Context: an optimization exercise on an open-source flow, tuned for small area, a short achievable clock period and few clock cycles per item. The choices shown serve that exercise and are no tape-out recipe. Where RTL was checked, it was by simulation tests only, not by an equivalence proof against the original.

== main ==
## kiln_pe
module kiln_pe (
    input  wire        clk,
    input  wire        rst,           
    input  wire        in_valid,      
    input  wire        in_first,      
    input  wire        in_last,       
    input  wire [3:0]  fmt_a,
    input  wire [3:0]  fmt_b,
    input  wire [15:0] a,
    input  wire [15:0] b,
    input  wire [7:0]  scale_a,
    input  wire [7:0]  scale_b,
    input  wire [31:0] in_init,       
    output reg         out_valid,
    output wire [31:0] out_acc,
    output wire        out_knv,       
    output wire        out_kof,       
    output wire        out_iov        
);
Size in the first run: roughly 7000 cells after synthesis, about 130 I/O pins, about 36000 sq um of cells after synthesis.
export LEC_CHECK = 0
export ABC_AREA = 1
export CAP_MARGIN = 20
export CORE_MARGIN = 2
export CORE_UTILIZATION = 40
export SLEW_MARGIN = 20
create_clock -name core_clock -period 32.0 [get_ports {clk}]
standard.sh (not shown) runs the stock make flow with config.mk's settings and CLKGATE_MAP_FILE= SYNTH_SCRIPT=/design/flow/synth_recipe.tcl, a recipe that flattens the netlist after the stock synthesis.
==> flow/flow/run.sh <==
#!/bin/bash
# The standard layout with these changes: ADDER_MAP_FILE= SETUP_SLACK_MARGIN=24 'BUFFER_PORTS_ARGS=-buffer_cell sky130_fd_sc_hd__buf_2'
set -euo pipefail
bash standard.sh ADDER_MAP_FILE= SETUP_SLACK_MARGIN=24 'BUFFER_PORTS_ARGS=-buffer_cell sky130_fd_sc_hd__buf_2' finish > standard.log 2>&1
main ended with every stage complete and zero timing, DRC or antenna violations.
> inputs changed (main -> the feature branch)
--- a/flow/design.v
+++ b/flow/design.v
@@ -68,51 +68,22 @@
 module kiln_pe_tzc11 (
     input  wire [10:0] x,
     output reg  [3:0]  cnt
 );
     integer i;
     always @* begin
         cnt = 4'd11;
         for (i = 10; i >= 0; i = i - 1)
             if (x[i]) cnt = i[3:0];
     end
 endmodule
-module kiln_pe_mul11 (
-    input  wire [10:0] x,
-    input  wire [10:0] y,
-    output wire [21:0] p
-);
-    wire [12:0] yb = {1'b0, y, 1'b0};    
-    wire [12:0] row [0:5];
-    wire [5:0]  neg;
-    genvar j;
-    generate
-        for (j = 0; j < 6; j = j + 1) begin : g_pp
-            wire b0 = yb[2*j];         
-            wire b1 = yb[2*j + 1];     
-            wire b2 = (2*j + 2 <= 12) ? yb[2*j + 2] : 1'b0;   
-            wire one = b0 ^ b1;
-            wire two = (b2 & ~b1 & ~b0) | (~b2 & b1 & b0);
-            assign neg[j] = b2 & ~(b1 & b0);
-            wire [11:0] mag = one ? {1'b0, x} : two ? {x, 1'b0} : 12'd0;
-            wire [12:0] r = {1'b0, mag} ^ {13{neg[j]}};
-            assign row[j] = {~r[12], r[11:0]};
-        end
-    endgenerate
-    localparam [23:0] C = 24'h0 - 24'h555000;
-    wire [23:0] sum = {11'd0, row[0]} + {9'd0, row[1], 2'd0} + {7'd0, row[2], 4'd0}
-                    + {5'd0, row[3], 6'd0} + {3'd0, row[4], 8'd0} + {1'd0, row[5], 10'd0}
-                    + {13'd0, neg[5], 1'b0, neg[4], 1'b0, neg[3], 1'b0, neg[2], 1'b0, neg[1], 1'b0, neg[0]}
-                    + C;
-    assign p = sum[21:0];
-endmodule
 module kiln_pe_fpdec (
     input  wire [3:0]        fmt,
     input  wire [15:0]       x,
     input  wire [7:0]        scale,
     output reg               sign,
     output reg  [10:0]       sig,
     output reg  [7:0]        ee,
     output reg               is_inf,
     output reg               is_nan,
     output reg               is_zero
 );
@@ -269,24 +240,23 @@
         rb_z   <= db_z;
         r_siga <= da_sig;
         r_sigb <= db_sig;
         r_fa   <= fmt_a;
         r_fb   <= fmt_b;
         r_ea   <= da_e;
         r_eb   <= db_e;
         r_sa   <= scale_a;
         r_sb   <= scale_b;
         r_init <= in_init;
     end
-    wire [21:0] fsig;
-    kiln_pe_mul11 u_mul (.x(r_siga), .y(r_sigb), .p(fsig));
+    wire [21:0] fsig = r_siga * r_sigb;
     wire r_gnan = !ra_nan && !rb_nan && ((ra_inf && rb_z) || (ra_z && rb_inf));
     wire r_nan  = ra_nan || rb_nan || r_gnan;
     wire r_inf  = !r_nan && (ra_inf || rb_inf);
     wire r_zero = ra_z || rb_z;
     wire r_s    = (ra_s ^ rb_s) && !(r_lns && r_zero);
     wire signed [9:0] ka, kb;
     kiln_pe_fmtk u_ka (.fmt(r_fa), .k(ka));
     kiln_pe_fmtk u_kb (.fmt(r_fb), .k(kb));
     wire signed [10:0] r_xa = $signed({3'd0, r_ea}) + $signed({3'd0, r_sa}) + ka;
     wire signed [10:0] r_xb = $signed({3'd0, r_eb}) + $signed({3'd0, r_sb}) + kb;
     wire [3:0] lza, lzb, tza, tzb;
[summary]
The feature branch vs. main: buffers inserted during post-CTS setup optimization has decreased, share of the cycle needed by the critical path after routing has remained practically unchanged, initial standard-cell utilization of the core has increased, final period demand of the worst path has increased.
Testbench counts of the feature branch, summed over its fixed seeds: cycles 19,387, steps 19,363.
For main, only the layout was checked, not whether the RTL still works.


v6:
Another version of the RTL of kiln_pe (not shown whole).
Size in the first run: about 6400 cells after synthesis, ~33000 um^2 of cells after synthesis.
export LEC_CHECK = 0
export ABC_AREA = 1
export CAP_MARGIN = 20
export CORE_MARGIN = 2
export CORE_UTILIZATION = 40
export SLEW_MARGIN = 20
create_clock -name core_clock -period 32.0 [get_ports {clk}]
Scripts as last shown in full above: flow/flow/run.sh
> inputs changed (v6 -> v7)
--- a/flow/design.v
+++ b/flow/design.v
@@ -150,18 +150,24 @@
                 e      = {6'd0, x[2:1]};
                 sig    = {(x[2:1] != 2'd0), x[0], 9'd0};
                 k      = -10'sd63;
             end
         endcase
         ee = (e == 8'd0) ? 8'd1 : e;
         if (lns)
             ee = 8'd0;
+        else if (fmt == 4'h7 || fmt == 4'h8)
+            is_zero = (x[14:0] == 15'd0);
+        else if (fmt == 4'h9 || fmt == 4'hA)
+            is_zero = (x[6:0] == 7'd0);
+        else if (fmt == 4'hB)
+            is_zero = (x[2:0] == 3'd0);
         else
-            is_zero = (sig == 11'd0) && !is_inf && !is_nan;
+            is_zero = (x[7:0] == 8'd0);
         if (scale == 8'hFF) begin
             is_nan  = 1'b1;
             is_inf  = 1'b0;
             is_zero = 1'b0;
         end
     end
 endmodule
 module kiln_pe_fmtk (
@@ -308,20 +314,18 @@
             p_m = n_m;
             p_e = n_e;
         end
         if (r_zero) begin
             p_m = 24'd0;
             p_e = 9'd0;
             p_t = 3'd0;
         end
-        if (r_int) begin
+        if (r_int)
             p_m = {8'd0, fsig[21:6]};
-            p_t = 3'd0;
-        end
         if (!r_v) begin
             p_s = 1'b1;
             p_m = 24'd0;
             p_e = 9'd0;
             p_t = 3'd0;
         end
     end
     wire p_nan  = r_v & r_nan;
@@ -351,16 +355,18 @@
         q_inf  <= p_inf;
         q_m    <= p_m;
         q_e    <= p_e;
         q_t    <= p_t;
     end
     reg [31:0] acc, res;
     reg        acc_h;         
     reg        knv, kof, iov;
+    wire [32:0] isum = {acc[31], acc} + {{16{q_s}}, {1'b0, q_m[15:0]} ^ {17{q_s}}} + {32'd0, q_s};
+    wire        iovf = isum[32] ^ isum[31];
     wire        a_s   = acc[31];
     wire [7:0]  a_ef  = acc[30:23];
     wire        a_sub = !acc_h;
     wire        a_max = (a_ef == 8'hFF);
     wire        a_nan = a_max && (acc[22:0] != 23'd0);
     wire        a_inf = a_max && (acc[22:0] == 23'd0);
     wire [8:0]  a_e   = {1'b0, a_ef[7:1], a_ef[0] | a_sub};
     wire [26:0] A     = {!a_sub, acc[22:0], 3'd0};
@@ -391,31 +397,32 @@
     end
     wire [26:0] f_ya  = {yal[26:1], yal[0] | yst};
     wire [27:0] fsum  = {1'b0, f_x} + ({1'b0, f_ya} ^ {28{sub}}) + {27'd0, sub};
     wire        f_l1  = sub && !fsum[26];
     wire [23:0] f_m   = fsum[27] ? fsum[27:4] : f_l1 ? fsum[25:2] : fsum[26:3];
     wire        f_g   = fsum[27] ? fsum[3]    : f_l1 ? fsum[1]    : fsum[2];
     wire        f_st  = fsum[27] ? |fsum[2:0] : f_l1 ? fsum[0]    : |fsum[1:0];
     wire [9:0]  f_e   = fsum[27] ? {1'b0, x_e} + 10'd1 : f_l1 ? {1'b0, x_e} - 10'd1 : {1'b0, x_e};
-    wire [34:0] A_x   = {q_int ? acc[31:23] : {8'd0, acc_h}, acc[22:0], 3'd0};
-    wire [34:0] n_x   = (agt || q_int) ? A_x : {8'd0, P};
+    wire [26:0] n_x   = agt ? A : P;
     wire [26:0] n_y   = pgt ? {1'b0, A[26:1]} : agt ? {1'b0, P[26:2], P[1] | P[0]} : A;
-    wire [35:0] n_b   = q_int ? ({9'd0, P} ^ {36{q_s}}) : ~{9'd0, n_y};
-    wire [35:0] n_s0, n_s1;
-    kiln_pe_cadd #(.W(36)) u_nadd (.x({1'b0, n_x}), .y(n_b), .s0(n_s0), .s1(n_s1));
-    wire        n_neg = n_s1[35];
+    wire [27:0] n_s0, n_s1;
+    kiln_pe_cadd #(.W(28)) u_nadd (.x({1'b0, n_x}), .y(~{1'b0, n_y}), .s0(n_s0), .s1(n_s1));
+    wire        n_neg = n_s1[27];
     wire [26:0] nd    = n_neg ? ~n_s0[26:0] : n_s1[26:0];
     wire        n_s   = (n_neg || agt) ? a_s : q_s;
-    wire [31:0] isum  = q_s ? n_s1[34:3] : n_s0[34:3];
-    wire        iovf  = (acc[31] == q_s) && (isum[31] != acc[31]);
-    wire [4:0]  nl_lz;
-    kiln_pe_lzc #(.W(27), .CW(5)) u_lzs (.x(nd), .cnt(nl_lz));
-    wire [8:0]  x_e1  = x_e - 9'd1;
-    wire [4:0]  nn_lz = (x_e1 < {4'd0, nl_lz}) ? x_e1[4:0] : nl_lz;
+    wire [26:0] lcap;
+    genvar gk;
+    generate
+        for (gk = 0; gk < 27; gk = gk + 1) begin : g_lcap
+            assign lcap[gk] = (x_e == 9'd27 - gk);
+        end
+    endgenerate
+    wire [4:0]  nn_lz;
+    kiln_pe_lzc #(.W(27), .CW(5)) u_lzs (.x(nd | lcap), .cnt(nn_lz));
     wire [26:0] nl    = nd << nn_lz;
     wire [9:0]  nn_e  = {1'b0, x_e} - {5'd0, nn_lz};
     wire [23:0] o_m   = near ? nl[26:3] : f_m;
     wire        o_g   = near ? nl[2]    : f_g;
     wire        o_st  = near ? |nl[1:0] : f_st;
     wire [9:0]  o_e   = near ? nn_e     : f_e;
     wire        o_zero = near ? (nd == 27'd0) : (fsum == 28'd0);
     wire        o_s   = o_zero ? (a_s & q_s) : near ? n_s : f_xs;
@@ -445,17 +452,17 @@
             f_res = {o_s, 8'hFF, 23'd0};
             f_of  = 1'b1;
         end else begin
             f_res = {o_s, rnd};
             f_of  = ovf;
             f_h   = o_m[23] | (ones & up);
         end
     end
-    wire [31:0] nxt = q_int ? isum : f_res;
+    wire [31:0] nxt = q_int ? isum[31:0] : f_res;
     always @(posedge clk) begin
         res <= nxt;
         acc <= r_f ? r_init : nxt;
         acc_h <= r_f ? (r_init[30:23] != 8'd0) : f_h;
         if (q_int) begin
             knv <= 1'b0;
             kof <= 1'b0;
             iov <= (q_f ? 1'b0 : iov) | iovf;
- [v7] largest fanout on the critical path rose 7 relative to v6
- Between v6 and v7, the difference in worst hold slack is negligible.
- [compare] base=v6 new=v7: die outline height saw an increase, number of combinational gates with multiple inputs moved up, first-pass GRT wire length picked up an extra 9.0%.
- Antenna diode instance count: v7 < v6
- Taking v6 as the reference point, the die area of v7 rises by about 9%.
- A slowest cell on the critical path of or4_4 is what v6 shows, while o21ai_0 belongs to v7.
- v6 → v7: synthesized cell count went up, hold buffer count at cts did not really move.
- [compare] base=v6 new=v7: critical path depth went down 2; final wirelength up 6.7%; via count saw an increase.
Testbench counts of v7, summed over its fixed seeds: cycles 19,387, steps 19,363.
Only the layout flow was run in v6; the RTL was not checked for function there.

-- static timing again, ports no longer ideal --
The results above use ideal ports. As a check the final layouts listed here were re-extracted and re-timed, cells and wires unchanged. Step 1, drivers: a clkbuf_16 drives clk and a buf_2 each remaining input, both assumed. Step 2 also shifts input and output timing later by t, the mid clock arrival at the registers, as if the neighbouring blocks saw the same clock. a / b / c = no drivers / after step 1 / after step 2; a / b = the first two.
| run | t, ns | setup WS [ns] | hold slack, ns | clock arrival spread, ns |
|---|---|---|---|---|
| main | 0.601 | 24.129 / 24.156 / 23.555 | 0.410 / 0.410 / 0.410 | 0.034 / 0.033 |
| the feature branch | 0.604 | 24.125 / 24.153 / 23.549 | 0.409 / 0.409 / 0.409 | 0.026 / 0.026 |
| v6 | 0.615 | 23.990 / 23.997 / 23.383 | 0.405 / 0.405 / 0.405 | 0.023 / 0.023 |
| v7 | 0.635 | 24.231 / 24.251 / 23.617 | 0.405 / 0.405 / 0.405 | 0.016 / 0.015 |
After both steps setup and hold are still met in every run listed. The setup slack of v7, which loses most, moves by +0.020 ns with the drivers and by -0.614 ns with both steps.
